What follows belongs to an exercise in optimizing a design on an open flow for small area; a production flow would make more cautious choices.
At most, simulation tests tie the RTL to the original design; equivalence was not proved.
Function not checked in runs 2 to 5: the RTL went through the layout flow alone.

--- flow/config.mk ---
export PLATFORM = sky130hd
export DESIGN_NAME = serve_code_gen
export DESIGN_NICKNAME = serve_code_gen
export VERILOG_FILES = /design/flow/design.v
export SDC_FILE = /design/flow/constraint.sdc
export NUM_CORES = 8
export LEC_CHECK = 0
export CAP_MARGIN = 20
export CORE_MARGIN = 2
export CORE_UTILIZATION = 40
export PLACE_DENSITY = 0.6
export SLEW_MARGIN = 20
--- flow/constraint.sdc ---
create_clock -name core_clock -period 10.0 [get_ports {clk}]
set_input_delay 2.0000 -clock core_clock [delete_from_list [all_inputs] [get_ports {clk}]]
set_output_delay 2.0000 -clock core_clock [all_outputs]
set_load 0.01 [all_outputs]
--- flow/design.v ---
module aes_sbox (
    input  wire [7:0] a,
    output wire [7:0] y
);
    wire U0 = a[7], U1 = a[6], U2 = a[5], U3 = a[4];
    wire U4 = a[3], U5 = a[2], U6 = a[1], U7 = a[0];
    wire S0, S1, S2, S3, S4, S5, S6, S7;
    wire L0, L1, L2, L3, L4, L5, L6, L7, L8, L9, L10, L11, L12, L13, L14, L15, L16, L17, L18, L19, L20, L21, L22, L23, L24, L25, L26, L27, L28, L29, M1, M2, M3, M4, M5, M6, M7, M8, M9, M10, M11, M12, M13, M14, M15, M16, M17, M18, M19, M20, M21, M22, M23, M24, M25, M26, M27, M28, M29, M30, M31, M32, M33, M34, M35, M36, M37, M38, M39, M40, M41, M42, M43, M44, M45, M46, M47, M48, M49, M50, M51, M52, M53, M54, M55, M56, M57, M58, M59, M60, M61, M62, M63, T1, T2, T3, T4, T5, T6, T7, T8, T9, T10, T11, T12, T13, T14, T15, T16, T17, T18, T19, T20, T21, T22, T23, T24, T25, T26, T27;
    assign T1 = U0 ^ U3;
    assign T2 = U0 ^ U5;
    assign T3 = U0 ^ U6;
    assign T4 = U3 ^ U5;
    assign T5 = U4 ^ U6;
    assign T6 = T1 ^ T5;
    assign T7 = U1 ^ U2;
    assign T8 = U7 ^ T6;
    assign T9 = U7 ^ T7;
    assign T10 = T6 ^ T7;
    assign T11 = U1 ^ U5;
    assign T12 = U2 ^ U5;
    assign T13 = T3 ^ T4;
    assign T14 = T6 ^ T11;
    assign T15 = T5 ^ T11;
    assign T16 = T5 ^ T12;
    assign T17 = T9 ^ T16;
    assign T18 = U3 ^ U7;
    assign T19 = T7 ^ T18;
    assign T20 = T1 ^ T19;
    assign T21 = U6 ^ U7;
    assign T22 = T7 ^ T21;
    assign T23 = T2 ^ T22;
    assign T24 = T2 ^ T10;
    assign T25 = T20 ^ T17;
    assign T26 = T3 ^ T16;
    assign T27 = T1 ^ T12;
    assign M1 = T13 & T6;
    assign M2 = T23 & T8;
    assign M3 = T14 ^ M1;
    assign M4 = T19 & U7;
    assign M5 = M4 ^ M1;
    assign M6 = T3 & T16;
    assign M7 = T22 & T9;
    assign M8 = T26 ^ M6;
    assign M9 = T20 & T17;
    assign M10 = M9 ^ M6;
    assign M11 = T1 & T15;
    assign M12 = T4 & T27;
    assign M13 = M12 ^ M11;
    assign M14 = T2 & T10;
    assign M15 = M14 ^ M11;
    assign M16 = M3 ^ M2;
    assign M17 = M5 ^ T24;
    assign M18 = M8 ^ M7;
    assign M19 = M10 ^ M15;
    assign M20 = M16 ^ M13;
    assign M21 = M17 ^ M15;
    assign M22 = M18 ^ M13;
    assign M23 = M19 ^ T25;
    assign M24 = M22 ^ M23;
    assign M25 = M22 & M20;
    assign M26 = M21 ^ M25;
    assign M27 = M20 ^ M21;
    assign M28 = M23 ^ M25;
    assign M29 = M28 & M27;
    assign M30 = M26 & M24;
    assign M31 = M20 & M23;
    assign M32 = M27 & M31;
    assign M33 = M27 ^ M25;
    assign M34 = M21 & M22;
    assign M35 = M24 & M34;
    assign M36 = M24 ^ M25;
    assign M37 = M21 ^ M29;
    assign M38 = M32 ^ M33;
    assign M39 = M23 ^ M30;
    assign M40 = M35 ^ M36;
    assign M41 = M38 ^ M40;
    assign M42 = M37 ^ M39;
    assign M43 = M37 ^ M38;
    assign M44 = M39 ^ M40;
    assign M45 = M42 ^ M41;
    assign M46 = M44 & T6;
    assign M47 = M40 & T8;
    assign M48 = M39 & U7;
    assign M49 = M43 & T16;
    assign M50 = M38 & T9;
    assign M51 = M37 & T17;
    assign M52 = M42 & T15;
    assign M53 = M45 & T27;
    assign M54 = M41 & T10;
    assign M55 = M44 & T13;
    assign M56 = M40 & T23;
    assign M57 = M39 & T19;
    assign M58 = M43 & T3;
    assign M59 = M38 & T22;
    assign M60 = M37 & T20;
    assign M61 = M42 & T1;
    assign M62 = M45 & T4;
    assign M63 = M41 & T2;
    assign L0 = M61 ^ M62;
    assign L1 = M50 ^ M56;
    assign L2 = M46 ^ M48;
    assign L3 = M47 ^ M55;
    assign L4 = M54 ^ M58;
    assign L5 = M49 ^ M61;
    assign L6 = M62 ^ L5;
    assign L7 = M46 ^ L3;
    assign L8 = M51 ^ M59;
    assign L9 = M52 ^ M53;
    assign L10 = M53 ^ L4;
    assign L11 = M60 ^ L2;
    assign L12 = M48 ^ M51;
    assign L13 = M50 ^ L0;
    assign L14 = M52 ^ M61;
    assign L15 = M55 ^ L1;
    assign L16 = M56 ^ L0;
    assign L17 = M57 ^ L1;
    assign L18 = M58 ^ L8;
    assign L19 = M63 ^ L4;
    assign L20 = L0 ^ L1;
    assign L21 = L1 ^ L7;
    assign L22 = L3 ^ L12;
    assign L23 = L18 ^ L2;
    assign L24 = L15 ^ L9;
    assign L25 = L6 ^ L10;
    assign L26 = L7 ^ L9;
    assign L27 = L8 ^ L10;
    assign L28 = L11 ^ L14;
    assign L29 = L11 ^ L17;
    assign S0 = L6 ^ L24;
    assign S1 = ~(L16 ^ L26);
    assign S2 = ~(L19 ^ L28);
    assign S3 = L6 ^ L21;
    assign S4 = L20 ^ L22;
    assign S5 = L25 ^ L29;
    assign S6 = ~(L13 ^ L27);
    assign S7 = ~(L6 ^ L23);
    assign y = {S0, S1, S2, S3, S4, S5, S6, S7};
endmodule
module serve_code_gen (
    input  wire         clk,
    input  wire         rst,           
    input  wire         start,
    output wire         ready,
    input  wire [255:0] key,           
    input  wire [31:0]  frame,
    input  wire [15:0]  line,
    input  wire [2:0]   head_id,
    input  wire [63:0]  nonce,
    input  wire [3:0]   bits,
    input  wire [1:0]   phases_log2,
    input  wire [2:0]   phase,
    output reg          out_valid,
    output wire [2:0]   out_index,
    output wire [119:0] offsets        
);
    function integer ROW(input integer g);
        ROW = (g + 1) % 4;
    endfunction
    function integer ELEM(input integer r, input integer c);
        ELEM = 4 * ((r + 3) % 4) + c;
    endfunction
    function [7:0] xtime(input [7:0] b);
        xtime = {b[6:0], 1'b0} ^ (b[7] ? 8'h1b : 8'h00);
    endfunction
    reg         busy;
    reg  [3:0]  i;         
    reg  [4:0]  P;         
    reg  [2:0]  blk;       
    assign ready     = !busy;
    assign out_index = blk;
    wire accept = start && !busy;
    reg  ld;                           
    wire last_blk = (blk == 3'd5);
    wire dp       = (P <= 5'd14);      
    wire p0       = (P == 5'd0);
    wire p14      = (P == 5'd14);
    reg [127:0] D, C, A, B;
    function [127:0] ring_next(input [127:0] nx, input [127:0] pt,
                               input l, input b);
        integer k;
        begin
            for (k = 0; k < 128; k = k + 1)
                if ((k / 8) % 2 == 1)
                    ring_next[k] = ~((l | nx[k]) & (b | pt[k]));
                else
                    ring_next[k] = ~((~l | ~pt[k]) & (l | nx[k]));
        end
    endfunction
    reg [7:0]   s1, s2, s3;            
    reg [7:0]   dlyA, dlyB;            
    reg [7:0]   Freg;                  
    wire [7:0] D0  = D[7:0];
    wire [7:0] C0  = C[7:0];
    wire [7:0] A0  = A[7:0];
    wire [7:0] B0  = B[7:0];
    wire [7:0] ctr_byte = (i == 4'd5) ? {5'd0, blk} :
                          (i == 4'd9) ? {5'd0, C0[2:0]} : C0;
    wire [7:0] x_in     = p0 ? ctr_byte : D0;
    wire [7:0] rk       = P[0] ? B[8*8 +: 8] : A0;
    wire [7:0] sin      = x_in ^ rk;
    wire [7:0] sb;
    aes_sbox u_sbox (.a(sin), .y(sb));
    wire [7:0] sout     = p14 ? ~sin : sb;
    wire [7:0] m0 = D[3*8 +: 8];
    wire [7:0] m1 = D[7*8 +: 8];
    wire [7:0] m2 = D[11*8 +: 8];
    wire [7:0] m3 = D[15*8 +: 8];
    wire [7:0] u0 = m0 ^ m1;
    wire [7:0] u1 = m1 ^ m2;
    wire [7:0] u2 = m2 ^ m3;
    wire [7:0] u3 = m3 ^ m0;
    wire [7:0] mo0 = xtime(u0) ^ u1 ^ m3;
    wire [7:0] mo1 = xtime(u1) ^ u2 ^ m0;
    wire [7:0] mo2 = xtime(u2) ^ u3 ^ m1;
    wire [7:0] mo3 = xtime(u3) ^ u0 ^ m2;
    wire mc_en = ((P <= 5'd12) && (i >= 4'd13)) ||
                 ((P >= 5'd1) && (P <= 5'd13) && (i == 4'd0));
    reg [7:0] w15;
    reg       we15;
    always @(*) begin
        we15 = dp;
        w15  = sout;
        if (i >= 4'd12)                  w15 = sout;
        else if (i == 4'd3)              w15 = s3;
        else if (i == 4'd6 || i == 4'd7) w15 = s2;
        else if (i >= 4'd9 && i <= 4'd11) w15 = s1;
        else                             we15 = 1'b0;
    end
    wire we14 = dp && (i >= 4'd1) && (i <= 4'd3);
    wire we13 = dp && (i == 4'd6 || i == 4'd7);
    wire we12 = dp && (i == 4'd11);
    reg [127:0] D_n;
    integer p;
    always @(*) begin
        for (p = 0; p < 15; p = p + 1)
            D_n[8*p +: 8] = D[8*(p+1) +: 8];
        D_n[15*8 +: 8] = D0;
        if (mc_en) begin
            D_n[2*8 +: 8]  = mo0;
            D_n[6*8 +: 8]  = mo1;
            D_n[10*8 +: 8] = mo2;
            D_n[14*8 +: 8] = mo3;
        end
        if (we12) D_n[12*8 +: 8] = sout;
        if (we13) D_n[13*8 +: 8] = sout;
        if (we14) D_n[14*8 +: 8] = sout;
        if (we15) D_n[15*8 +: 8] = w15;
    end
    wire rest = !last_blk;              
    wire w0   = (i[1:0] == 2'd0);       
    wire Aen  = ((P <= 5'd12) && !P[0]) || (rest && (P >= 5'd14));
    wire Afwd = (P <= 5'd12);
    wire       Bhi  = i[3];
    wire [4:0] Q    = Bhi ? P : (P - 5'd1);
    wire       Qok  = Bhi || (P != 5'd0);
    wire Ben  = Qok && (((Q <= 5'd11) && Q[0]) || (rest && (Q >= 5'd14) && (Q <= 5'd19)));
    wire Bfwd = (Q <= 5'd11);
    wire [7:0] ksin = w0 ? ((i >= 4'd12) ? dlyB : ~B[15*8 +: 8]) : A[12*8 +: 8];
    wire [7:0] kso;
    aes_sbox u_ksbox (.a(ksin), .y(kso));
    wire [2:0] rcon_i = Afwd ? P[3:1] : (5'd20 - P);
    wire [7:0] rcon   = (i == 4'd12) ? (8'd1 << rcon_i) : 8'd0;
    wire [7:0] XA = Afwd ? ~A[15*8 +: 8] : dlyA;
    wire [7:0] XB = Bfwd ? ~B[15*8 +: 8] : dlyB;
    wire [7:0] A15 = A0 ^ (Aen ? (w0 ? (kso ^ rcon) : XA) : 8'd0);
    wire [7:0] B15 = B0 ^ (Ben ? (w0 ? Freg : XB) : 8'd0);
    wire [127:0] ctr_block = {nonce, 4'd0, phase[2], head_id,
                              phase[1:0], phases_log2, bits, line, frame};
    reg  [127:0] A_ld, B_ld, C_ld;
    integer e, r, c;
    always @(*) begin
        for (e = 0; e < 16; e = e + 1) begin
            r = ROW(e / 4);
            c = e % 4;
            A_ld[8*e +: 8]       = key[8*(4*c + r) +: 8];
            B_ld[8*(e ^ 8) +: 8] = key[8*(16 + 4*c + r) +: 8];
            C_ld[8*e +: 8]       = ctr_block[8*(4*c + r) +: 8];
        end
    end
    always @(posedge clk) begin
        A <= ring_next({A15, A[127:8]}, A_ld, ld, busy);
        B <= ring_next({B15, B[127:8]}, B_ld, ld, busy);
        C <= ring_next({C0, C[127:8]}, C_ld, ld, busy);
        D    <= D_n;
        s1   <= sout;
        s2   <= s1;
        s3   <= s2;
        dlyA <= A0;
        dlyB <= B0;
        Freg <= kso;
        if (rst) begin
            busy      <= 1'b0;
            ld        <= 1'b1;
            out_valid <= 1'b0;
        end else begin
            out_valid <= busy && (P == 5'd14) && (i == 4'd15);
            if (accept) begin
                busy <= 1'b1;
                ld   <= 1'b0;
                i    <= 4'd0;
                P    <= 5'd0;
                blk  <= 3'd0;
            end else if (busy) begin
                i <= i + 4'd1;
                if (i == 4'd15) begin
                    if (P == 5'd14 && last_blk) begin
                        busy <= 1'b0;
                        ld   <= 1'b1;
                    end
                    if (P == 5'd20) begin
                        P   <= 5'd0;
                        blk <= blk + 3'd1;
                    end else begin
                        P <= P + 5'd1;
                    end
                end
            end
        end
    end
    wire [7:0] cfg6    = ~C[5*8 +: 8];
    wire       cfg7    = ~C[9*8 + 3];
    wire [3:0] bits_q  = cfg6[3:0];
    wire [1:0] pl_q    = cfg6[5:4];
    wire [2:0] phase_q = {cfg7, cfg6[7:6]};
    wire       nz        = (bits_q != 4'd0);
    wire [9:0] keep_bits = (bits_q >= 4'd10) ? 10'h3ff : ((10'd1 << bits_q) - 10'd1);
    wire [9:0] keep_pl   = ~((10'd1 << pl_q) - 10'd1);
    wire [9:0] keep      = (keep_bits & keep_pl) & {10{nz}};
    wire [2:0] ph        = phase_q & {3{nz}};
    reg [127:0] blkout;
    integer n;
    always @(*) begin
        for (n = 0; n < 16; n = n + 1)
            blkout[8*n +: 8] = D[8*ELEM(n % 4, ((n / 4) - (n % 4) + 4) % 4) +: 8];
    end
    genvar gm;
    generate
        for (gm = 0; gm < 12; gm = gm + 1) begin : g_offs
            wire [9:0] rr = blkout[10*gm +: 10];
            assign offsets[10*gm +: 10] = (~rr & keep) | {7'd0, ph};
        end
    endgenerate
endmodule
--- flow/flow/run.sh ---
#!/bin/bash
# Layout flow: the standard layout (standard.sh), with three changes:
#  - synthesis runs first with an ABC mapping script (flow/map.abc) that keeps
#    the XOR structure of the S-box and MixColumns logic; registers, their
#    names and cell types are those of the standard synthesis, only the
#    combinational mapping differs;
#  - every input and output port still gets its own buffer, but of the
#    smallest buffer cell;
#  - the clock tree uses clkbuf_4 buffers, clusters of up to 8 flip-flops and
#    no dummy loads.
set -euo pipefail
W=$(pwd)

export BUFFER_PORTS_ARGS="-buffer_cell sky130_fd_sc_hd__buf_1"
export CTS_ARGS="-sink_clustering_enable -repair_clock_nets -dont_use_dummy_load -buf_list sky130_fd_sc_hd__clkbuf_4 -sink_clustering_size 8 -sink_clustering_max_diameter 50"

# The standard flow's synthesis script, with every abc call given flow/map.abc
{
  cat <<EOT
proc abc {args} {
  set i [lsearch \$args -script]
  if {\$i >= 0} { set args [lreplace \$args [expr {\$i + 1}] [expr {\$i + 1}] $W/flow/map.abc] }
  yosys abc {*}\$args
}
EOT
  cat "$W/synth_recipe.tcl"
} > "$W/own_synth.tcl"

# the standard make command, for the synth target and with the script above
cmd=$(grep '^make ' "$W/standard.sh")
cmd=${cmd//SYNTH_SCRIPT=/SYNTH_SCRIPT_UNUSED=}
cmd=${cmd/\"\$\{@:-finish\}\"/SYNTH_SCRIPT=$W/own_synth.tcl synth}
echo "$cmd" > "$W/own_synth_cmd.txt"
eval "$cmd" > "$W/synth.log" 2>&1

# the rest of the standard layout (floorplan .. finish), reusing that synthesis
bash "$W/standard.sh" > "$W/layout.log" 2>&1
--- flow/flow/map.abc ---
&get -n
&st
&dch
&nf -R 1000
&put
--- flow/standard.sh ---
#!/bin/bash
# synth_recipe.tcl (not shown) runs the flow's synth.tcl, then flattens the netlist and writes it again
# the make line also repeats each setting of config.mk as NAME=value (left out here)
make -C /OpenROAD-flow-scripts/flow DESIGN_CONFIG=/design/flow/config.mk WORK_HOME=/design/flow/orfs CLKGATE_MAP_FILE= SYNTH_SCRIPT=/design/flow/synth_recipe.tcl "${@:-finish}"
==> results of run 1 <==
## through the flow
stage / util (%) / setup WS (ns) / instances
floorplan: - / 0.3731 / 2123
detailed placement: 46.29 / 2.093 / 3310
global route: 47.60 / 1.353 / 3399
CTS: 47.57 / 2.076 / 3396
global placement: 46.28 / 2.403 / 3310
finish: 47.60 / 2.013 / 3400
## cell families (layout without fill, tap and decap cells)
| logic type | count (synthesis) | count (layout) | share of synthesized area [%] |
|---|---|---|---|
| simple gates | 580 | 580 | 11.25 |
| compound gates | 605 | 605 | 16.54 |
| flops | 575 | 575 | 56.83 |
| other cells | 0 | 3 | 0 |
| xor+xnor | 305 | 305 | 13.05 |
| fa+ha+maj | 18 | 18 | 1.100 |
| buf+inv | 24 | 626 | 0.4402 |
| mux | 16 | 16 | 0.7947 |
## worst max-delay path by stage
stage | to | slack, ns | cells after the start
after floorplan | A[0]$_DFF_P_ | 0.37 | 1
after global placement | D[122]$_DFF_P_ | 2.40 | 27
after detailed placement | D[122]$_DFF_P_ | 2.09 | 27
after CTS | D[122]$_DFF_P_ | 2.08 | 27
after global routing | D[122]$_DFF_P_ | 1.35 | 27
final | D[122]$_DFF_P_ | 2.01 | 27
## metal layers
layer / wire length (um) / track usage, %
met1: 25480 / 27.25
met2: 28220 / 37.10
met3: 4480 / 5.903
met4: 1845 / 8.871
met5: 67 / 0
## worst max-delay path: cells and delay by family, from the launching register on
| kind | cells | cell delay [ns] |
|---|---|---|
| compound gates | 6 | 1.05 |
| simple gates | 3 | 0.91 |
| fa+ha+maj | 2 | 0.51 |
| buf+inv | 2 | 0.25 |
| flops | 1 | 0.54 |
| xor+xnor | 14 | 4.62 |
## placed cells by master (no fill, tap or decap), types with 3 or more instances in the layout
cell | synthesis | routed
a211oi_1 | 15 | 15
buf_4 | 0 | 7
a21oi_1 | 59 | 59
xor2_1 | 107 | 107
and2_0 | 5 | 4
dfxtp_1 | 563 | 561
a32oi_1 | 5 | 5
nor2_1 | 201 | 201
buf_1 | 0 | 507
nand3_1 | 14 | 14
nor3_1 | 4 | 4
o211ai_1 | 8 | 8
ha_1 | 18 | 17
xnor2_1 | 198 | 198
o21ai_0 | 309 | 308
mux2i_1 | 14 | 14
o22ai_1 | 195 | 195
nand2_1 | 324 | 324
clkbuf_4 | 0 | 87
diode_2 | 0 | 3
clkinv_1 | 24 | 24
nand2b_1 | 14 | 14
nor2b_1 | 9 | 9
a31oi_1 | 4 | 3
edfxtp_1 | 12 | 12
## registers in the layout, summed over array words and instances, names as in the netlist
signal	cells
dlyB	8
Freg	8
out_valid	1
dlyA	8
P	5
ld	1
busy	1
D	128
s3	8
B	128
i	4
s1	8
A	128
s2	8
C	128
blk	3
## cell type report
| class | instances | area [um^2] | share of cell area [%] |
|---|---|---|---|
| Sequential cell | 575 | 11640 | 48.54 |
| Tap cell | 672 | 840.8 | 3.506 |
| Multi-Input combinational cell | 1524 | 8773 | 36.59 |
| Clock buffer | 86 | 645.6 | 2.692 |
| Antenna cell | 3 | 7.507 | 0.03131 |
| Inverter | 24 | 90.09 | 0.3757 |
| Timing Repair Buffer | 516 | 1983 | 8.270 |
==> impl_metrics.py, run 1 <==
metrics = {
    "worst_setup_path": {
        "reg2reg_slack_ns": 2.01,
        "cp.arrival_ns": 8.70,
        "r2r_start": "P[1]$_SDFFCE_PN0P_",
        "cp_max_fo": 13,
        "crit_type": "flop to flop",
        "slowest_delay_ns": 0.61,
        "crit_slowest_cell": "xnor2_1",
        "end_kind": "flop",
        "setup.worst_path.start": "P[1]$_SDFFCE_PN0P_",
        "worstReg2RegEnd": "D[122]$_DFF_P_",
        "startpoint_type": "flop",
        "reg2regPathDepth": 27,
        "cp.required_ns": 10.71,
    },
    "floorplanning": {
        "rows": 82,
        "ios": 508,
        "die_w_um": 230.2,
        "initial_core_util_pct": 40.63,
        "die_area_um2": 52990,
        "core_area_um2": 50380,
        "die_h_um": 230.2,
    },
    "finish": {
        "area_delta_synth_final_pct": 17.16,
        "final_nets": 3128,
        "stdcell_area_um2": 23980,
        "fill_cells": 4963,
        "drive_gt1_share_pct": 3.706,
    },
    "yosys": {
        "synthCells": 2123,
        "ys_top_cells_by_count": "dfxtp_1, nand2_1, o21ai_0",
        "synth_nets": 2524,
        "synthArstFlopShare_pct": 0,
        "ys.warnings.count": 1,
        "synth_cell_types": 38,
        "synth-edff-count": 12,
        "synth_top_area_share_pct": 55.07,
        "yosysMostFrequentCell": "dfxtp_1",
        "yosys_most_used_dff": "dfxtp_1",
        "synth_top_area_cell": "dfxtp_1",
        "syn-cell-area_um2": 20470,
        "ys_ff_latch": 575,
        "synth_area_leaders": "dfxtp_1, xnor2_1, o21ai_0, o22ai_1, nand2_1",
        "syn_area_per_cell_um2": 9.641,
        "ys_seq_area_share_pct": 56.83,
    },
    "sta": {
        "worst_slew_pin_slew_ns": 1.108,
        "finalCritPeriodShare_pct": 79.87,
        "relSlewSlack_pct": 25.35,
        "hold_violations": 0,
        "setup_viol": 0,
        "skew_ns": 0.07685,
        "tns_ns": 0,
        "fin_crit_ns": 7.987,
        "holdWs_ns": 0.3276,
        "final_max_slew_viol_count": 0,
        "rsz0062_at_grt": "no",
        "fmax_ghz": 0.1252,
    },
    "route": {
        "drtIter0Drc": 880,
        "vias": 17033,
        "ant_nets": 0,
        "dr.pass1.iters": 6,
        "via_per_inst": 5.010,
        "drc_errors": 0,
        "drt-total-wl_um": 60100,
        "routedWlPerCell_um": 17.68,
    },
    "status": {
        "status": "finished clean",
    },
    "placement": {
        "placed_area_um2": 23320,
        "dpl.hpwl_um": 43850,
        "io_buffers": 507,
        "place.gp.congestion": 0.8591,
    },
    "global_route": {
        "antenna_found_initial": 8,
        "first_global_vias": 16884,
        "track_usage_pct": 22.23,
        "grt_pass1_wl_um": 92420,
        "grt-ovfl-total": 0,
        "grt_max_degree": 295,
    },
    "cts": {
        "path_clk_slew_ns": 0.09,
        "cts_buffers": 86,
        "ctsHoldBuffers": 0,
        "clock_path_buffers": 3,
        "clkSinkCount": 575,
        "htreeDepth": 3,
        "cts_resized": 0,
        "post_cts_buffers": 0,
        "cts_tree": "yes",
        "clock_latency_ns": 0.82,
        "clock-root-buffer": "clkbuf_4",
    },
    "min_path": {
        "min_path_type": "flop to flop",
        "hold_end": "s2[1]$_DFF_P_",
        "hp-start": "s1[1]$_DFF_P_",
        "hold_depth": 0,
    },
    "run": {
        "cap_viol_max_count": 0,
    },
}
==> inputs of run 2 (changes only) <==
--- a/flow/design.v
+++ b/flow/design.v
@@ -186,7 +186,7 @@
                     ring_next[k] = ~((~l | ~pt[k]) & (l | nx[k]));
         end
     endfunction
-    reg [7:0]   s1, s2, s3;            
+    reg [7:0]   s1, s2;                
     reg [7:0]   dlyA, dlyB;            
     reg [7:0]   Freg;                  
     wire [7:0] D0  = D[7:0];
@@ -221,7 +221,7 @@
         we15 = dp;
         w15  = sout;
         if (i >= 4'd12)                  w15 = sout;
-        else if (i == 4'd3)              w15 = s3;
+        else if (i == 4'd3)              w15 = dlyB;
         else if (i == 4'd6 || i == 4'd7) w15 = s2;
         else if (i >= 4'd9 && i <= 4'd11) w15 = s1;
         else                             we15 = 1'b0;
@@ -284,9 +284,8 @@
         D    <= D_n;
         s1   <= sout;
         s2   <= s1;
-        s3   <= s2;
         dlyA <= A0;
-        dlyB <= B0;
+        dlyB <= (dp && i == 4'd2) ? s2 : B0;
         Freg <= kso;
         if (rst) begin
             busy      <= 1'b0;
@@ -327,6 +326,8 @@
     wire [9:0] keep_pl   = ~((10'd1 << pl_q) - 10'd1);
     wire [9:0] keep      = (keep_bits & keep_pl) & {10{nz}};
     wire [2:0] ph        = phase_q & {3{nz}};
+    wire [9:0] nkeep     = ~keep;
+    wire [2:0] nph       = ~ph;
     reg [127:0] blkout;
     integer n;
     always @(*) begin
@@ -337,7 +338,7 @@
     generate
         for (gm = 0; gm < 12; gm = gm + 1) begin : g_offs
             wire [9:0] rr = blkout[10*gm +: 10];
-            assign offsets[10*gm +: 10] = (~rr & keep) | {7'd0, ph};
+            assign offsets[10*gm +: 10] = ~((rr | nkeep) & {7'h7f, nph});
         end
     endgenerate
 endmodule
--- a/flow/config.mk
+++ b/flow/config.mk
@@ -7,6 +7,6 @@
 export LEC_CHECK = 0
 export CAP_MARGIN = 20
 export CORE_MARGIN = 2
-export CORE_UTILIZATION = 40
-export PLACE_DENSITY = 0.6
+export CORE_UTILIZATION = 65
+export PLACE_DENSITY = 0.75
 export SLEW_MARGIN = 20
==> run 2 against run 1 <==
  * Still clean on timing, DRC and antenna
  * Sequential share of layout area grew 0.27 points
  * Core utilization grew 29 points
  * Flip-flop and latch count shrank 8
  * Final cell count shrank 8.4%
==> impl_metrics.py, run 2 <==
metrics = {
    "cts": {
        "cts_resized": 0,
        "clkSinkCount": 567,
        "ctsHoldBuffers": 0,
        "cts_tree": "yes",
        "path_clk_slew_ns": 0.08,
        "clock-root-buffer": "clkbuf_4",
        "clock_latency_ns": 0.76,
        "post_cts_buffers": 0,
        "cts_buffers": 82,
        "clock_path_buffers": 3,
        "htreeDepth": 3,
    },
    "sta": {
        "tns_ns": 0,
        "skew_ns": 0.1211,
        "final_max_slew_viol_count": 0,
        "fmax_ghz": 0.1214,
        "finalCritPeriodShare_pct": 82.39,
        "finalWorstSetupSlack_ns": 1.761,
        "hold_violations": 0,
        "setup_viol": 0,
        "fin_crit_ns": 8.239,
        "worst_slew_pin_slew_ns": 1.165,
        "relSlewSlack_pct": 21.99,
        "rsz0062_at_grt": "no",
    },
    "route": {
        "routedWlPerCell_um": 18.07,
        "wl_met3_um": 4824,
        "drtIter0Drc": 1340,
        "via_per_inst": 5.617,
        "met2_wirelength_um": 27460,
        "highest_layer": "met4",
        "drc_errors": 0,
        "vias": 17496,
        "drt-met1-wl_um": 21480,
        "dr.pass1.iters": 5,
        "ant_nets": 0,
        "drt-total-wl_um": 56300,
    },
    "global_route": {
        "antenna_found_initial": 1,
        "track_usage_pct": 33.14,
        "first_global_vias": 17057,
        "grt-ovfl-total": 0,
        "grt_pass1_wl_um": 87020,
        "grt_max_degree": 260,
    },
    "finish": {
        "drive_gt1_share_pct": 3.532,
        "final_common_cell": "dfxtp_1",
        "fin_cells": 3115,
        "mostFrequentLayoutCells": "dfxtp_1, buf_1, nand2_1",
        "area_delta_synth_final_pct": 15.37,
        "utilization_pct": 76.49,
        "final_nets": 3121,
    },
    "placement": {
        "pre_cts_ws_ns": 1.856,
        "place.gp.congestion": 0.9265,
        "placed_cells": 3030,
        "io_buffers": 507,
        "dpl.hpwl_um": 41200,
    },
    "min_path": {
        "hold_end": "D[14]$_DFF_P_",
        "min_path_type": "flop to flop",
        "hp-start": "D[22]$_DFF_P_",
        "hold_depth": 0,
    },
    "run": {
        "cap_viol_max_count": 0,
    },
    "worst_setup_path": {
        "startpoint_type": "flop",
        "cp.depth": 27,
        "cp_top_family": "XOR/XNOR gates",
        "cp_max_fo": 18,
        "cp_common_cell": "xnor2_1",
        "cp_num_buf_inv": 2,
        "slowest_delay_ns": 0.87,
        "worstReg2RegEnd": "D[122]$_DFF_P_",
        "cp.arrival_ns": 8.79,
        "crit_slowest_cell": "edfxtp_1",
        "reg2regPathDepth": 27,
        "cp.required_ns": 10.55,
        "end_kind": "flop",
        "reg2reg_slack_ns": 1.76,
        "r2r_start": "P[0]$_SDFFCE_PN0P_",
        "crit_type": "flop to flop",
    },
    "floorplanning": {
        "rows": 64,
        "die_h_um": 181.1,
        "die_area_um2": 32800,
        "die_w_um": 181.1,
        "ios": 508,
        "initial_core_util_pct": 66.30,
        "core_area_um2": 30750,
    },
    "yosys": {
        "ys_ff_latch": 567,
        "yosys_most_used_dff": "dfxtp_1",
        "ys_seq_area_share_pct": 56.27,
        "synth_xor_area_share_pct": 13.19,
        "synth-edff-count": 12,
        "ys.warnings.count": 1,
        "synthCells": 2119,
        "yosysMostFrequentCell": "dfxtp_1",
        "ys_top_cells_by_count": "dfxtp_1, nand2_1, o21ai_0",
        "syn-cell-area_um2": 20390,
        "synth_cell_types": 34,
        "synth_top_area_cell": "dfxtp_1",
        "synth_nets": 2520,
        "muxShareOfSynthArea_pct": 1.142,
        "synthAdderAreaFrac_pct": 1.105,
        "syn_area_per_cell_um2": 9.621,
        "synth_top_area_share_pct": 54.50,
        "synth_area_leaders": "dfxtp_1, xnor2_1, o21ai_0, o22ai_1, nand2_1",
        "synth_compound_area_share_pct": 16.85,
        "synth_top_family_by_area": "compound AO/OA/AOI/OAI gates",
        "synthArstFlopShare_pct": 0,
        "synth-simple-area-share_pct": 11.06,
    },
    "status": {
        "status": "finished clean",
    },
}
==> run 2: changes by cell type after synthesis, moves of 3 or more <==
cell / change
clkinv_1: -3
o211ai_1: -3
nand2b_1: -3
nand3b_1: +4
mux2_1: +8
o21ai_0: +6
nand2_1: -6
dfxtp_1: -8
==> run 2: per-stage QoR <==
stage / hold slack (ns) / cell area (um^2)
2_1_floorplan: 0.3096 / 20390
3_3_place_gp: 0.3104 / 22870
3_5_place_dp: 0.3157 / 22870
4_1_cts: 0.2985 / 23490
5_1_grt: 0.2940 / 23520
6_report: 0.3074 / 23520
==> run 2: per-layer routing <==
metal / global-route usage (%) / vias up
met1: 38.60 / 7959
li1: - / 8531
met3: 8.002 / 193
met5: 0 / -
met2: 57.69 / 813
met4: 15.35 / 0
==> run 2: worst register-to-register path: stages, from the launching register on <==
cell,delay (ns)
edfxtp_1,0.87
clkinv_1,0.39
ha_1,0.35
nand3b_1,0.37
nor2_1,0.20
a32oi_1,0.26
xnor2_1,0.38
xor2_1,0.29
xnor2_1,0.54
xnor2_1,0.21
clkinv_1,0.10
ha_1,0.29
xnor2_1,0.19
xnor2_1,0.15
xor2_1,0.42
a21oi_1,0.12
xnor2_1,0.45
xor2_1,0.35
xor2_1,0.22
nand2_1,0.09
xnor2_1,0.48
xnor2_1,0.30
xnor2_1,0.21
xnor2_1,0.15
a21oi_1,0.37
a21oi_1,0.13
o22ai_1,0.13
o21ai_0,0.09
==> run 2: worst max path at each step <==
stage / start / slack, ns / end
detailed placement: P[0]$_SDFFCE_PN0P_ / 1.86 / D[122]$_DFF_P_
CTS: P[0]$_SDFFCE_PN0P_ / 1.85 / D[122]$_DFF_P_
floorplan: ld$_SDFFE_PP1P_ / 0.36 / A[0]$_DFF_P_
finish: P[0]$_SDFFCE_PN0P_ / 1.76 / D[122]$_DFF_P_
global route: P[0]$_SDFFCE_PN0P_ / 1.12 / D[122]$_DFF_P_
global placement: P[0]$_SDFFCE_PN0P_ / 2.09 / D[122]$_DFF_P_
==> run 2: logic make-up (layout without fill, tap and decap cells) <==
| logic type | Yosys count | after routing |
|---|---|---|
| adders and majority gates | 18 | 18 |
| and+or+nand+nor | 571 | 571 |
| DFF | 567 | 567 |
| muxes | 22 | 22 |
| other | 0 | 1 |
| buffers and inverters | 21 | 620 |
| xor gates and xnor gates | 307 | 307 |
| AOI/OAI and AO/OA | 613 | 613 |
==> run 2: final cells by class <==
type | instances | area (um^2)
timing repair buffer | 517 | 2008
fill | 2243 | 7229
clock buffer | 82 | 615.6
tap | 396 | 495.5
multi-input combinational | 1531 | 8841
sequential | 567 | 11480
inverter | 21 | 78.83
antenna | 1 | 2.502
==> inputs of run 3 (changes only) <==
--- a/flow/flow/run.sh
+++ b/flow/flow/run.sh
@@ -12,7 +12,7 @@
 W=$(pwd)
 
 export BUFFER_PORTS_ARGS="-buffer_cell sky130_fd_sc_hd__buf_1"
-export CTS_ARGS="-sink_clustering_enable -repair_clock_nets -dont_use_dummy_load -buf_list sky130_fd_sc_hd__clkbuf_4 -sink_clustering_size 8 -sink_clustering_max_diameter 50"
+export CTS_ARGS="-sink_clustering_enable -repair_clock_nets -dont_use_dummy_load -buf_list sky130_fd_sc_hd__clkbuf_4 -sink_clustering_size 11 -sink_clustering_max_diameter 40"
 
 # The standard flow's synthesis script, with every abc call given flow/map.abc
 {
==> run 3 against run 2 <==
  * Critical path depth did not move
  * Routed wire length fell by 0.55%
  * Design area down 0.48%
  * Die area stayed put
  * Maximum frequency fell by 0.25%
==> impl_metrics.py, run 3 <==
metrics = {
    "floorplanning": {
        "die_w_um": 181.1,
        "die_area_um2": 32800,
        "initial_core_util_pct": 66.30,
        "ios": 508,
        "rows": 64,
        "die_h_um": 181.1,
        "core_area_um2": 30750,
    },
    "finish": {
        "seqCellArea_um2": 11480,
        "fin_cells": 3100,
        "final_nets": 3106,
        "mostFrequentLayoutCells": "dfxtp_1, buf_1, nand2_1",
        "stdcell_area_um2": 23410,
        "drive_gt1_share_pct": 2.997,
        "multi_input_area_um2": 8841,
        "final_common_cell": "dfxtp_1",
        "area_delta_synth_final_pct": 14.82,
        "fill_cells": 2270,
    },
    "worst_setup_path": {
        "end_kind": "flop",
        "cp_max_fo": 18,
        "cp.arrival_ns": 8.81,
        "slowest_delay_ns": 0.89,
        "cp.required_ns": 10.55,
        "startpoint_type": "flop",
        "cp_common_cell": "xnor2_1",
        "crit_type": "flop to flop",
        "cp_top_family": "XOR/XNOR gates",
        "cp_num_buf_inv": 2,
        "crit_slowest_cell": "edfxtp_1",
    },
    "yosys": {
        "syn_area_per_cell_um2": 9.621,
        "syn-cell-area_um2": 20390,
        "ys.warnings.count": 1,
        "ys_top_cells_by_count": "dfxtp_1, nand2_1, o21ai_0",
        "synth_area_leaders": "dfxtp_1, xnor2_1, o21ai_0, o22ai_1, nand2_1",
        "synth-edff-count": 12,
        "synthCells": 2119,
        "synth_top_area_share_pct": 54.50,
        "synthArstFlopShare_pct": 0,
        "synth_cell_types": 34,
        "yosys_most_used_dff": "dfxtp_1",
        "synth_top_area_cell": "dfxtp_1",
        "synth_nets": 2520,
        "yosysMostFrequentCell": "dfxtp_1",
        "ys_ff_latch": 567,
        "ys_seq_area_share_pct": 56.27,
    },
    "cts": {
        "cts_tree": "yes",
        "clkSinkCount": 567,
        "clock-root-buffer": "clkbuf_4",
        "ctsHoldBuffers": 0,
        "clock_path_buffers": 3,
        "post_cts_buffers": 0,
        "clock_latency_ns": 0.74,
        "cts_resized": 0,
        "path_clk_slew_ns": 0.11,
        "htreeDepth": 3,
        "cts_buffers": 67,
    },
    "sta": {
        "relSlewSlack_pct": 23.13,
        "tns_ns": 0,
        "finalCritPeriodShare_pct": 82.60,
        "final_max_slew_viol_count": 0,
        "worst_slew_pin_slew_ns": 1.148,
        "fmax_ghz": 0.1211,
        "holdWs_ns": 0.2576,
        "rsz0062_at_grt": "no",
        "setup_viol": 0,
        "skew_ns": 0.1326,
        "fin_crit_ns": 8.260,
        "hold_violations": 0,
    },
    "placement": {
        "placed_cells": 3030,
        "placed_area_um2": 22870,
        "io_buffers": 507,
        "dpl.hpwl_um": 41200,
        "place.gp.congestion": 0.9265,
    },
    "global_route": {
        "first_global_vias": 17015,
        "grt_pass1_wl_um": 86510,
        "grt_max_degree": 260,
        "antenna_found_initial": 1,
        "track_usage_pct": 32.95,
        "grt-ovfl-total": 0,
    },
    "min_path": {
        "min_path_type": "flop to flop",
    },
    "run": {
        "cap_viol_max_count": 0,
    },
    "status": {
        "status": "finished clean",
    },
    "route": {
        "drc_errors": 0,
        "routedWlPerCell_um": 18.06,
        "dr.pass1.iters": 6,
        "drtIter0Drc": 1354,
        "drt-total-wl_um": 55990,
        "via_per_inst": 5.652,
        "ant_nets": 0,
        "vias": 17520,
    },
}
[run 3: changes by cell type in the layout (fill, tap and decap cells not counted)]
cell	before	now
clkbuf_4	82	67
[run 3: through the flow]
stage | util, % | worst slack (ns)
after floorplan | - | 0.3610
after global placement | 74.37 | 2.089
after detailed placement | 74.37 | 1.856
after CTS | 76.01 | 1.836
after global routing | 76.12 | 1.125
final | 76.12 | 1.740
[run 3: metal layers]
metal	vias to the layer above	wire, um	global-route usage (%)	share of wire [%]
li1	8513	-	-	-
met1	7973	21260	38.30	38
met2	838	27190	57.32	49
met3	196	4826	7.398	8.6
met4	0	2716	16.39	4.9
met5	-	0	0	0
[run 3: worst paths after layout]
kind | start | end | slack [ns] | depth (start not counted)
worst max-delay path | P[0]$_SDFFCE_PN0P_ | D[122]$_DFF_P_ | 1.74 | 27
worst min-delay path | D[65]$_DFF_P_ | D[57]$_DFF_P_ | 0.26 | 0
worst max register to register | P[0]$_SDFFCE_PN0P_ | D[122]$_DFF_P_ | 1.74 | 27
worst min register to register | D[65]$_DFF_P_ | D[57]$_DFF_P_ | 0.26 | 0
[run 3: logic make-up (layout without fill, tap and decap cells)]
logic type	Yosys count	count (layout)	synth area share, %
buf+inv	21	605	0.3867
xor+xnor	307	307	13.19
flops	567	567	56.27
mux	22	22	1.142
simple gates	571	571	11.06
fa+ha+maj	18	18	1.105
compound gates	613	613	16.85
other cells	0	1	0
[run 3: cell type report]
cell class,count,area share (%)
Sequential cell,567,49.04
Clock buffer,67,2.149
Timing Repair Buffer,517,8.579
Multi-Input combinational cell,1531,37.77
Tap cell,396,2.117
Antenna cell,1,0.01069
Inverter,21,0.3368
==> inputs of run 4 (changes only) <==
--- a/flow/flow/run.sh
+++ b/flow/flow/run.sh
@@ -12,7 +12,7 @@
 W=$(pwd)
 
 export BUFFER_PORTS_ARGS="-buffer_cell sky130_fd_sc_hd__buf_1"
-export CTS_ARGS="-sink_clustering_enable -repair_clock_nets -dont_use_dummy_load -buf_list sky130_fd_sc_hd__clkbuf_4 -sink_clustering_size 11 -sink_clustering_max_diameter 40"
+export CTS_ARGS="-sink_clustering_enable -repair_clock_nets -dont_use_dummy_load -buf_list sky130_fd_sc_hd__clkbuf_4 -sink_clustering_size 9 -sink_clustering_max_diameter 45"
 
 # The standard flow's synthesis script, with every abc call given flow/map.abc
 {
--- a/flow/config.mk
+++ b/flow/config.mk
@@ -7,6 +7,6 @@
 export LEC_CHECK = 0
 export CAP_MARGIN = 20
 export CORE_MARGIN = 2
-export CORE_UTILIZATION = 65
-export PLACE_DENSITY = 0.75
+export CORE_UTILIZATION = 40
+export PLACE_DENSITY = 0.6
 export SLEW_MARGIN = 20
==> run 4 against run 3 <==
  * Still clean
  * Clock skew decreased by 0.054 ns
  * Die area increased by 61%
  * Critical path depth unchanged
  * Flip-flop and latch count unchanged
  * Global-route usage decreased by 9.6 points
  * Count of clock-buffer cells in the layout increased by 12
  * Design area increased by 1.9%
  * Register-to-register slack got worse by 0.15 ns
  * Core utilization decreased by 29 points
  * Critical path type unchanged
  * Highest routed layer unchanged
==> impl_metrics.py, run 4 <==
metrics = {
    "status": {
        "status": "finished clean",
    },
    "worst_setup_path": {
        "startpoint_type": "flop",
        "slowest_delay_ns": 0.91,
        "reg2regPathDepth": 27,
        "crit_type": "flop to flop",
        "cp_common_cell": "xnor2_1",
        "cp_max_fo": 18,
        "reg2reg_slack_ns": 1.59,
        "end_kind": "flop",
        "crit_slowest_cell": "edfxtp_1",
        "cp.arrival_ns": 9.07,
        "worstReg2RegEnd": "D[122]$_DFF_P_",
        "cp.required_ns": 10.65,
        "r2r_start": "P[0]$_SDFFCE_PN0P_",
    },
    "yosys": {
        "synth_top_area_share_pct": 54.50,
        "ys_seq_area_share_pct": 56.27,
        "ys_top_cells_by_count": "dfxtp_1, nand2_1, o21ai_0",
        "yosysMostFrequentCell": "dfxtp_1",
        "synth_top_area_cell": "dfxtp_1",
        "synth_nets": 2520,
        "synth_area_leaders": "dfxtp_1, xnor2_1, o21ai_0, o22ai_1, nand2_1",
        "ys.warnings.count": 1,
        "syn_area_per_cell_um2": 9.621,
        "syn-cell-area_um2": 20390,
        "synth-edff-count": 12,
        "synth_cell_types": 34,
        "synthCells": 2119,
        "yosys_most_used_dff": "dfxtp_1",
        "ys_ff_latch": 567,
        "synthArstFlopShare_pct": 0,
    },
    "min_path": {
        "hold_depth": 0,
        "hp-start": "D[70]$_DFF_P_",
        "hold_end": "D[62]$_DFF_P_",
        "min_path_type": "flop to flop",
    },
    "route": {
        "drt-total-wl_um": 62950,
        "ant_nets": 0,
        "via_per_inst": 5.043,
        "drc_errors": 0,
        "dr.pass1.iters": 8,
        "routedWlPerCell_um": 18.55,
        "vias": 17117,
        "drtIter0Drc": 1037,
    },
    "cts": {
        "htreeDepth": 3,
        "ctsHoldBuffers": 0,
        "clock-root-buffer": "clkbuf_4",
        "clock_path_buffers": 3,
        "cts_tree": "yes",
        "post_cts_buffers": 0,
        "cts_buffers": 79,
        "clock_latency_ns": 0.83,
        "path_clk_slew_ns": 0.10,
        "cts_resized": 0,
        "clkSinkCount": 567,
    },
    "sta": {
        "skew_ns": 0.07834,
        "fmax_ghz": 0.1189,
        "fin_crit_ns": 8.414,
        "finalCritPeriodShare_pct": 84.14,
        "setup_viol": 0,
        "worst_slew_pin_slew_ns": 1.226,
        "hold_violations": 0,
        "final_max_slew_viol_count": 0,
        "tns_ns": 0,
        "holdWs_ns": 0.3273,
        "rsz0062_at_grt": "no",
        "relSlewSlack_pct": 18.26,
    },
    "finish": {
        "mostFrequentLayoutCells": "dfxtp_1, buf_1, nand2_1",
        "utilization_pct": 47.45,
        "drive_gt1_share_pct": 3.425,
        "final_nets": 3118,
        "final_common_cell": "dfxtp_1",
        "area_delta_synth_final_pct": 17.00,
    },
    "placement": {
        "dpl.hpwl_um": 46450,
        "place.gp.congestion": 0.9086,
        "io_buffers": 507,
    },
    "floorplanning": {
        "die_w_um": 229.8,
        "core_area_um2": 50270,
        "ios": 508,
        "initial_core_util_pct": 40.55,
        "rows": 82,
        "die_area_um2": 52790,
        "die_h_um": 229.8,
    },
    "global_route": {
        "grt_max_degree": 282,
        "antenna_found_initial": 5,
        "track_usage_pct": 23.33,
        "grt_pass1_wl_um": 95970,
        "first_global_vias": 17002,
        "grt-ovfl-total": 0,
    },
    "run": {
        "cap_viol_max_count": 0,
    },
}
## run 4: changes by cell type in the layout (fill, tap and decap cells not counted)
cell      before  now
buf_12         1    2
buf_16         1    0
buf_4          7    8
clkbuf_2       1    0
clkbuf_4      67   79
diode_2        1    7
## run 4: cell type report
cell class	instances	area [um^2]
flip-flops and latches	567	11480
fillers	4998	26420
diodes	7	17.52
well taps	672	840.8
repair buffers	517	2003
inverters	21	78.83
multi-input cells	1531	8841
clock buffers	79	593.1
## run 4: critical path: cells and delay by family, from the launching register on
kind / cells / cell delay (ns)
XOR/XNOR: 14 / 4.41
AND/OR/NAND/NOR: 3 / 0.69
buffers and inverters: 2 / 0.48
flip-flops: 1 / 0.91
AO/OA/AOI/OAI: 6 / 1.09
adder cells (fa/ha/maj): 2 / 0.64
## run 4: routing by layer
layer,part of all wire [%],vias up,track usage [%]
met5,0,-,0
met4,2.9,0,7.923
met3,6.4,111,5.556
met2,48,533,40.04
met1,43,7934,28.68
li1,-,8539,-
## run 4: stage by stage
step / instance area [um^2] / setup slack [ns] / instances
final: 23850 / 1.586 / 3394
after global routing: 23850 / 0.8693 / 3393
after CTS: 23840 / 1.676 / 3387
after detailed placement: 23240 / 1.749 / 3308
after global placement: 23240 / 1.903 / 3308
after floorplan: 20390 / 0.3610 / 2119
## run 4: kinds of logic (layout without fill, tap and decap cells)
logic type	after synthesis	in the layout	share of synthesized area [%]
AOI/OAI and AO/OA	613	613	16.85
xor gates and xnor gates	307	307	13.19
adders and majority gates	18	18	1.105
buffers and inverters	21	617	0.3867
DFF	567	567	56.27
muxes	22	22	1.142
other	0	7	0
and+or+nand+nor	571	571	11.06
## run 4: worst max-delay path by stage
stage	start	endpoint	depth (start not counted)
6_report	P[0]$_SDFFCE_PN0P_	D[122]$_DFF_P_	27
5_1_grt	P[0]$_SDFFCE_PN0P_	D[122]$_DFF_P_	27
4_1_cts	P[0]$_SDFFCE_PN0P_	D[122]$_DFF_P_	27
3_5_place_dp	P[0]$_SDFFCE_PN0P_	D[122]$_DFF_P_	27
3_3_place_gp	P[0]$_SDFFCE_PN0P_	D[122]$_DFF_P_	27
2_1_floorplan	ld$_SDFFE_PP1P_	A[0]$_DFF_P_	1
==> inputs of run 5 (changes only) <==
--- a/flow/config.mk
+++ b/flow/config.mk
@@ -7,6 +7,6 @@
 export LEC_CHECK = 0
 export CAP_MARGIN = 20
 export CORE_MARGIN = 2
-export CORE_UTILIZATION = 40
-export PLACE_DENSITY = 0.6
+export CORE_UTILIZATION = 55
+export PLACE_DENSITY = 0.7
 export SLEW_MARGIN = 20
==> run 5 against run 4 <==
  * Still clean on timing, DRC and antenna
  * Synthesized cell count stayed put
  * Core utilization increased by 17 points
  * Count of clock-buffer cells in the layout shrank 3
  * Synthesized area did not move
==> impl_metrics.py, run 5 <==
metrics = {
    "finish": {
        "area_delta_synth_final_pct": 15.72,
        "final_nets": 3117,
        "final_common_cell": "dfxtp_1",
        "utilization_pct": 64.60,
        "mostFrequentLayoutCells": "dfxtp_1, buf_1, nand2_1",
        "drive_gt1_share_pct": 3.390,
    },
    "yosys": {
        "synth_xor_area_share_pct": 13.19,
        "synth_top_family_by_area": "compound AO/OA/AOI/OAI gates",
        "ys_seq_area_share_pct": 56.27,
        "syn_area_per_cell_um2": 9.621,
        "synthCells": 2119,
        "syn-cell-area_um2": 20390,
        "synth-simple-area-share_pct": 11.06,
        "yosysMostFrequentCell": "dfxtp_1",
        "synthAdderAreaFrac_pct": 1.105,
        "synth_compound_area_share_pct": 16.85,
        "synthArstFlopShare_pct": 0,
        "synth_nets": 2520,
        "ys.warnings.count": 1,
        "ys_top_cells_by_count": "dfxtp_1, nand2_1, o21ai_0",
        "synth_top_area_cell": "dfxtp_1",
        "yosys_most_used_dff": "dfxtp_1",
        "muxShareOfSynthArea_pct": 1.142,
        "synth_area_leaders": "dfxtp_1, xnor2_1, o21ai_0, o22ai_1, nand2_1",
        "synth_top_area_share_pct": 54.50,
        "synth_cell_types": 34,
        "ys_ff_latch": 567,
        "synth-edff-count": 12,
    },
    "worst_setup_path": {
        "cp.arrival_ns": 8.97,
        "crit_slowest_cell": "edfxtp_1",
        "cp_top_family": "XOR/XNOR gates",
        "r2r_start": "P[0]$_SDFFCE_PN0P_",
        "reg2reg_slack_ns": 1.67,
        "crit_type": "flop to flop",
        "cp_common_cell": "xnor2_1",
        "slowest_delay_ns": 0.89,
        "cp_num_buf_inv": 2,
        "reg2regPathDepth": 27,
        "cp.required_ns": 10.65,
        "cp_max_fo": 18,
        "startpoint_type": "flop",
        "end_kind": "flop",
        "worstReg2RegEnd": "D[122]$_DFF_P_",
    },
    "route": {
        "routedWlPerCell_um": 18.42,
        "drt-total-wl_um": 58700,
        "dr.pass1.iters": 6,
        "vias": 17190,
        "drc_errors": 0,
        "via_per_inst": 5.394,
        "ant_nets": 0,
        "drtIter0Drc": 791,
    },
    "floorplanning": {
        "ios": 508,
        "core_area_um2": 36520,
        "die_w_um": 196.5,
        "initial_core_util_pct": 55.82,
        "die_h_um": 196.5,
        "rows": 70,
        "die_area_um2": 38620,
    },
    "sta": {
        "hold_violations": 0,
        "tns_ns": 0,
        "fmax_ghz": 0.1201,
        "setup_viol": 0,
        "skew_ns": 0.07299,
        "worst_slew_pin_slew_ns": 1.144,
        "finalCritPeriodShare_pct": 83.27,
        "relSlewSlack_pct": 23.71,
        "final_max_slew_viol_count": 0,
        "fin_crit_ns": 8.327,
        "rsz0062_at_grt": "no",
    },
    "cts": {
        "path_clk_slew_ns": 0.10,
        "clkSinkCount": 567,
        "clock-root-buffer": "clkbuf_4",
        "cts_resized": 0,
        "post_cts_buffers": 0,
        "clock_latency_ns": 0.79,
        "ctsHoldBuffers": 0,
        "clock_path_buffers": 3,
        "htreeDepth": 3,
        "cts_tree": "yes",
        "cts_buffers": 76,
    },
    "placement": {
        "io_buffers": 507,
        "dpl.hpwl_um": 42960,
        "place.gp.congestion": 0.9085,
    },
    "global_route": {
        "antenna_found_initial": 2,
        "grt_max_degree": 314,
        "grt-ovfl-total": 0,
        "track_usage_pct": 29.75,
        "grt_pass1_wl_um": 89310,
        "first_global_vias": 16848,
    },
    "status": {
        "status": "finished clean",
    },
    "run": {
        "cap_viol_max_count": 0,
    },
    "min_path": {
        "hold_depth": 0,
        "hold_end": "D[14]$_DFF_P_",
        "hp-start": "D[22]$_DFF_P_",
        "min_path_type": "flop to flop",
    },
}
-- run 5: cell counts after synthesis --
No cell type changed its count.
-- run 5: routing by layer --
metal	global-route usage [%]	part of all wire (%)
met5	0	0
met4	12.23	3.6
met3	6.485	7.2
met2	51.41	48
met1	36.01	41
-- run 5: worst max-delay path by stage --
stage,start,to,slack (ns),cells after the start
final,P[0]$_SDFFCE_PN0P_,D[122]$_DFF_P_,1.67,27
after global routing,P[0]$_SDFFCE_PN0P_,D[127]$_DFF_P_,0.82,27
after CTS,P[0]$_SDFFCE_PN0P_,D[122]$_DFF_P_,1.73,27
after detailed placement,P[0]$_SDFFCE_PN0P_,D[122]$_DFF_P_,1.78,27
after global placement,P[0]$_SDFFCE_PN0P_,D[122]$_DFF_P_,1.85,27
after floorplan,ld$_SDFFE_PP1P_,A[0]$_DFF_P_,0.36,1
-- run 5: worst reg2reg max path, stage by stage (launching register included) --
cell,delay (ns)
edfxtp_1,0.89
clkinv_1,0.38
ha_1,0.35
nand3b_1,0.40
nor2_1,0.20
a32oi_1,0.26
xnor2_1,0.41
xor2_1,0.30
xnor2_1,0.56
xnor2_1,0.22
clkinv_1,0.10
ha_1,0.29
xnor2_1,0.18
xnor2_1,0.16
xor2_1,0.45
a21oi_1,0.12
xnor2_1,0.43
xor2_1,0.36
xor2_1,0.22
nand2_1,0.09
xnor2_1,0.47
xnor2_1,0.30
xnor2_1,0.21
xnor2_1,0.15
a21oi_1,0.38
a21oi_1,0.12
o22ai_1,0.12
o21ai_0,0.09
-- run 5: kinds of logic after synthesis --
family	after synthesis
compound gates	613
simple gates	571
flops	567
xor+xnor	307
mux	22
buf+inv	21
fa+ha+maj	18
-- run 5: stage by stage --
step / setup WS [ns] / hold slack [ns] / cell area (um^2) / instances
final: 1.673 / 0.3076 / 23590 / 3187
after global routing: 0.8166 / 0.3125 / 23590 / 3186
after CTS: 1.729 / 0.3158 / 23550 / 3181
after detailed placement: 1.776 / 0.3138 / 22980 / 3105
after global placement: 1.855 / 0.3112 / 22980 / 3105
after floorplan: 0.3610 / 0.3096 / 20390 / 2119
-- run 5: layout make-up --
class	count	area [um^2]
clock buffer	76	570.5
fill	3263	12930
tap	468	585.6
sequential	567	11480
timing repair buffer	519	2026
multi-input combinational	1531	8841
antenna	5	12.51
inverter	21	78.83
==> inputs of run 6 (changes only) <==
--- a/flow/design.v
+++ b/flow/design.v
@@ -188,7 +188,6 @@
     endfunction
     reg [7:0]   s1, s2;                
     reg [7:0]   dlyA, dlyB;            
-    reg [7:0]   Freg;                  
     wire [7:0] D0  = D[7:0];
     wire [7:0] C0  = C[7:0];
     wire [7:0] A0  = A[7:0];
@@ -263,7 +262,7 @@
     wire [7:0] XA = Afwd ? ~A[15*8 +: 8] : dlyA;
     wire [7:0] XB = Bfwd ? ~B[15*8 +: 8] : dlyB;
     wire [7:0] A15 = A0 ^ (Aen ? (w0 ? (kso ^ rcon) : XA) : 8'd0);
-    wire [7:0] B15 = B0 ^ (Ben ? (w0 ? Freg : XB) : 8'd0);
+    wire [7:0] B15 = B0 ^ (Ben ? (w0 ? s1 : XB) : 8'd0);
     wire [127:0] ctr_block = {nonce, 4'd0, phase[2], head_id,
                               phase[1:0], phases_log2, bits, line, frame};
     reg  [127:0] A_ld, B_ld, C_ld;
@@ -282,11 +281,10 @@
         B <= ring_next({B15, B[127:8]}, B_ld, ld, busy);
         C <= ring_next({C0, C[127:8]}, C_ld, ld, busy);
         D    <= D_n;
-        s1   <= sout;
+        s1   <= (i[1:0] == 2'd3) ? kso : sout;
         s2   <= s1;
         dlyA <= A0;
         dlyB <= (dp && i == 4'd2) ? s2 : B0;
-        Freg <= kso;
         if (rst) begin
             busy      <= 1'b0;
             ld        <= 1'b1;
--- a/flow/flow/run.sh
+++ b/flow/flow/run.sh
@@ -6,7 +6,7 @@
 #    combinational mapping differs;
 #  - every input and output port still gets its own buffer, but of the
 #    smallest buffer cell;
-#  - the clock tree uses clkbuf_4 buffers, clusters of up to 8 flip-flops and
+#  - the clock tree uses clkbuf_4 buffers, clusters of up to 9 flip-flops and
 #    no dummy loads.
 set -euo pipefail
 W=$(pwd)
--- a/flow/config.mk
+++ b/flow/config.mk
@@ -7,6 +7,6 @@
 export LEC_CHECK = 0
 export CAP_MARGIN = 20
 export CORE_MARGIN = 2
-export CORE_UTILIZATION = 55
-export PLACE_DENSITY = 0.7
+export CORE_UTILIZATION = 40
+export PLACE_DENSITY = 0.6
 export SLEW_MARGIN = 20
==> run 6 against run 5 <==
  * Still clean
  * Critical endpoint unchanged
  * Global-route usage shrank 5.7 points
  * Design area is 0.85% higher
  * Final cell count up 6.8%
  * Maximum frequency down 0.79%
==> impl_metrics.py, run 6 <==
metrics = {
    "status": {
        "status": "finished clean",
    },
    "finish": {
        "final_common_cell": "dfxtp_1",
        "drive_gt1_share_pct": 3.638,
        "final_nets": 3125,
        "multi_input_area_um2": 8942,
        "seqCellArea_um2": 11320,
        "utilization_pct": 47.52,
        "mostFrequentLayoutCells": "dfxtp_1, buf_1, o21ai_0",
        "area_delta_synth_final_pct": 17.26,
        "fill_cells": 5076,
        "fin_cells": 3403,
    },
    "sta": {
        "setup_viol": 0,
        "rsz0062_at_grt": "no",
        "hold_violations": 0,
        "tns_ns": 0,
        "relSlewSlack_pct": 27.33,
        "finalCritPeriodShare_pct": 83.94,
        "fin_crit_ns": 8.394,
        "final_max_slew_viol_count": 0,
        "fmax_ghz": 0.1191,
        "worst_slew_pin_slew_ns": 1.089,
        "skew_ns": 0.08379,
    },
    "yosys": {
        "ys_ff_latch": 559,
        "synth_top_area_cell": "dfxtp_1",
        "synthArstFlopShare_pct": 0,
        "synth_nets": 2522,
        "synth_top_area_share_pct": 53.97,
        "synth-edff-count": 12,
        "syn_area_per_cell_um2": 9.571,
        "ys_seq_area_share_pct": 55.74,
        "syn-cell-area_um2": 20290,
        "synthCells": 2120,
        "ys.warnings.count": 1,
        "yosys_most_used_dff": "dfxtp_1",
        "ys_top_cells_by_count": "dfxtp_1, o21ai_0, nand2_1",
        "yosysMostFrequentCell": "dfxtp_1",
        "synth_area_leaders": "dfxtp_1, xnor2_1, o21ai_0, o22ai_1, nand2_1",
        "synth_cell_types": 35,
    },
    "floorplanning": {
        "ios": 508,
        "die_area_um2": 52540,
        "die_w_um": 229.2,
        "core_area_um2": 50070,
        "initial_core_util_pct": 40.53,
        "die_h_um": 229.2,
        "rows": 82,
    },
    "cts": {
        "path_clk_slew_ns": 0.10,
        "clock_latency_ns": 0.80,
        "cts_buffers": 81,
        "cts_tree": "yes",
        "clock-root-buffer": "clkbuf_4",
        "htreeDepth": 3,
        "cts_resized": 0,
        "clock_path_buffers": 3,
        "post_cts_buffers": 0,
        "ctsHoldBuffers": 0,
        "clkSinkCount": 559,
    },
    "placement": {
        "dpl.hpwl_um": 47950,
        "place.gp.congestion": 0.9202,
        "placed_cells": 3312,
        "io_buffers": 507,
    },
    "worst_setup_path": {
        "end_kind": "flop",
        "crit_slowest_cell": "edfxtp_1",
        "worstReg2RegEnd": "D[122]$_DFF_P_",
        "cp_common_cell": "xnor2_1",
        "crit_type": "flop to flop",
        "cp.required_ns": 10.61,
        "r2r_start": "P[0]$_SDFFCE_PN0P_",
        "reg2reg_slack_ns": 1.61,
        "cp_max_fo": 19,
        "reg2regPathDepth": 30,
        "slowest_delay_ns": 0.90,
        "startpoint_type": "flop",
        "cp.arrival_ns": 9.00,
    },
    "global_route": {
        "track_usage_pct": 24.01,
        "grt_use_met1_pct": 29.52,
        "grt_use_met2_pct": 41.25,
        "use_met3_pct": 5.652,
        "antenna_found_initial": 9,
        "grt_max_degree": 124,
        "grt-ovfl-total": 0,
        "grt_pass1_wl_um": 97640,
        "first_global_vias": 17349,
        "grt_most_used_layer": "met2",
    },
    "route": {
        "routedWlPerCell_um": 18.88,
        "dr.pass1.iters": 7,
        "ant_nets": 0,
        "drt-total-wl_um": 64240,
        "drc_errors": 0,
        "vias": 17154,
        "drtIter0Drc": 1093,
        "via_per_inst": 5.041,
    },
    "min_path": {
        "min_path_type": "flop to flop",
        "hold_depth": 0,
        "hp-start": "D[11]$_DFF_P_",
        "hold_end": "D[3]$_DFF_P_",
    },
    "run": {
        "cap_viol_max_count": 0,
    },
}
==> run 6: per-layer routing <==
metal	share of wire [%]	up-vias
met5	0.075	-
met2	48	577
met3	6.7	115
met1	42	7891
li1	-	8563
met4	2.8	8
==> run 6: worst max path at each step <==
| stage | start | endpoint | slack (ns) |
|---|---|---|---|
| after global placement | P[0]$_SDFFCE_PN0P_ | D[122]$_DFF_P_ | 2.12 |
| after CTS | P[0]$_SDFFCE_PN0P_ | D[122]$_DFF_P_ | 1.66 |
| final | P[0]$_SDFFCE_PN0P_ | D[122]$_DFF_P_ | 1.61 |
| after floorplan | ld$_SDFFE_PP1P_ | A[0]$_DFF_P_ | 0.36 |
| after detailed placement | P[0]$_SDFFCE_PN0P_ | D[122]$_DFF_P_ | 1.72 |
| after global routing | P[0]$_SDFFCE_PN0P_ | D[122]$_DFF_P_ | 0.80 |
==> run 6: cells by family (layout without fill, tap and decap cells) <==
family / Yosys count / after routing / synth area share, %
AOI/OAI and AO/OA: 622 / 622 / 17.01
DFF: 559 / 559 / 55.74
and+or+nand+nor: 570 / 570 / 11.15
muxes: 24 / 24 / 1.246
other: 0 / 10 / 0
adders and majority gates: 19 / 19 / 1.172
buffers and inverters: 16 / 617 / 0.2960
xor gates and xnor gates: 310 / 310 / 13.38
==> run 6: worst max-delay path: cells and delay by family (launching register included) <==
family | cells | cell delay, ns
buf+inv | 2 | 0.56
xor+xnor | 14 | 3.80
flops | 1 | 0.90
compound gates | 7 | 1.48
fa+ha+maj | 2 | 0.67
simple gates | 5 | 0.79
==> run 6: through the flow <==
step	hold WS (ns)	area (um^2)	worst slack [ns]
final	0.3169	23790	1.606
after global routing	0.3323	23790	0.7968
after CTS	0.3295	23770	1.661
after detailed placement	0.3121	23160	1.725
after global placement	0.3107	23150	2.122
after floorplan	0.3096	20290	0.3610
==> run 6: layout make-up <==
| type | instances | area share (%) |
|---|---|---|
| Sequential cell | 559 | 47.57 |
| Clock buffer | 81 | 2.556 |
| Timing Repair Buffer | 520 | 8.398 |
| Antenna cell | 10 | 0.1052 |
| Inverter | 16 | 0.2524 |
| Tap cell | 672 | 3.534 |
| Multi-Input combinational cell | 1545 | 37.58 |

-- afterwards: timing with drivers on the ports --
The flow's constraints put no driver on any port. The routed layouts listed below were extracted and timed again, unchanged, in two steps.
Step 1, drivers: a clkbuf_16 drives clk and a buf_2 each remaining input, both assumed.
Step 2 also shifts input and output timing later by t, the mid clock arrival at the registers, as if the neighbouring blocks saw the same clock.
a / b / c = ideal / step 1 / step 2; a / b = the first two.
run | t (ns) | setup WS [ns] | worst setup path at the end | clock arrival spread, ns | slew at the worst register clock pin (ns)
run 1 | 0.850 | 2.013 / 2.013 / 2.013 | register to register | 0.104 / 0.105 | 0.10 / 0.10
run 2 | 0.753 | 1.761 / 1.761 / 1.761 | register to register | 0.122 / 0.122 | 0.10 / 0.10
run 3 | 0.727 | 1.740 / 1.740 / 1.740 | register to register | 0.133 / 0.133 | 0.12 / 0.12
run 4 | 0.838 | 1.586 / 1.586 / 1.586 | register to register | 0.078 / 0.078 | 0.10 / 0.10
run 5 | 0.809 | 1.673 / 1.673 / 1.673 | register to register | 0.075 / 0.076 | 0.10 / 0.10
run 6 | 0.824 | 1.606 / 1.606 / 1.606 | register to register | 0.110 / 0.110 | 0.11 / 0.11
After both steps setup and hold are still met in every run listed.
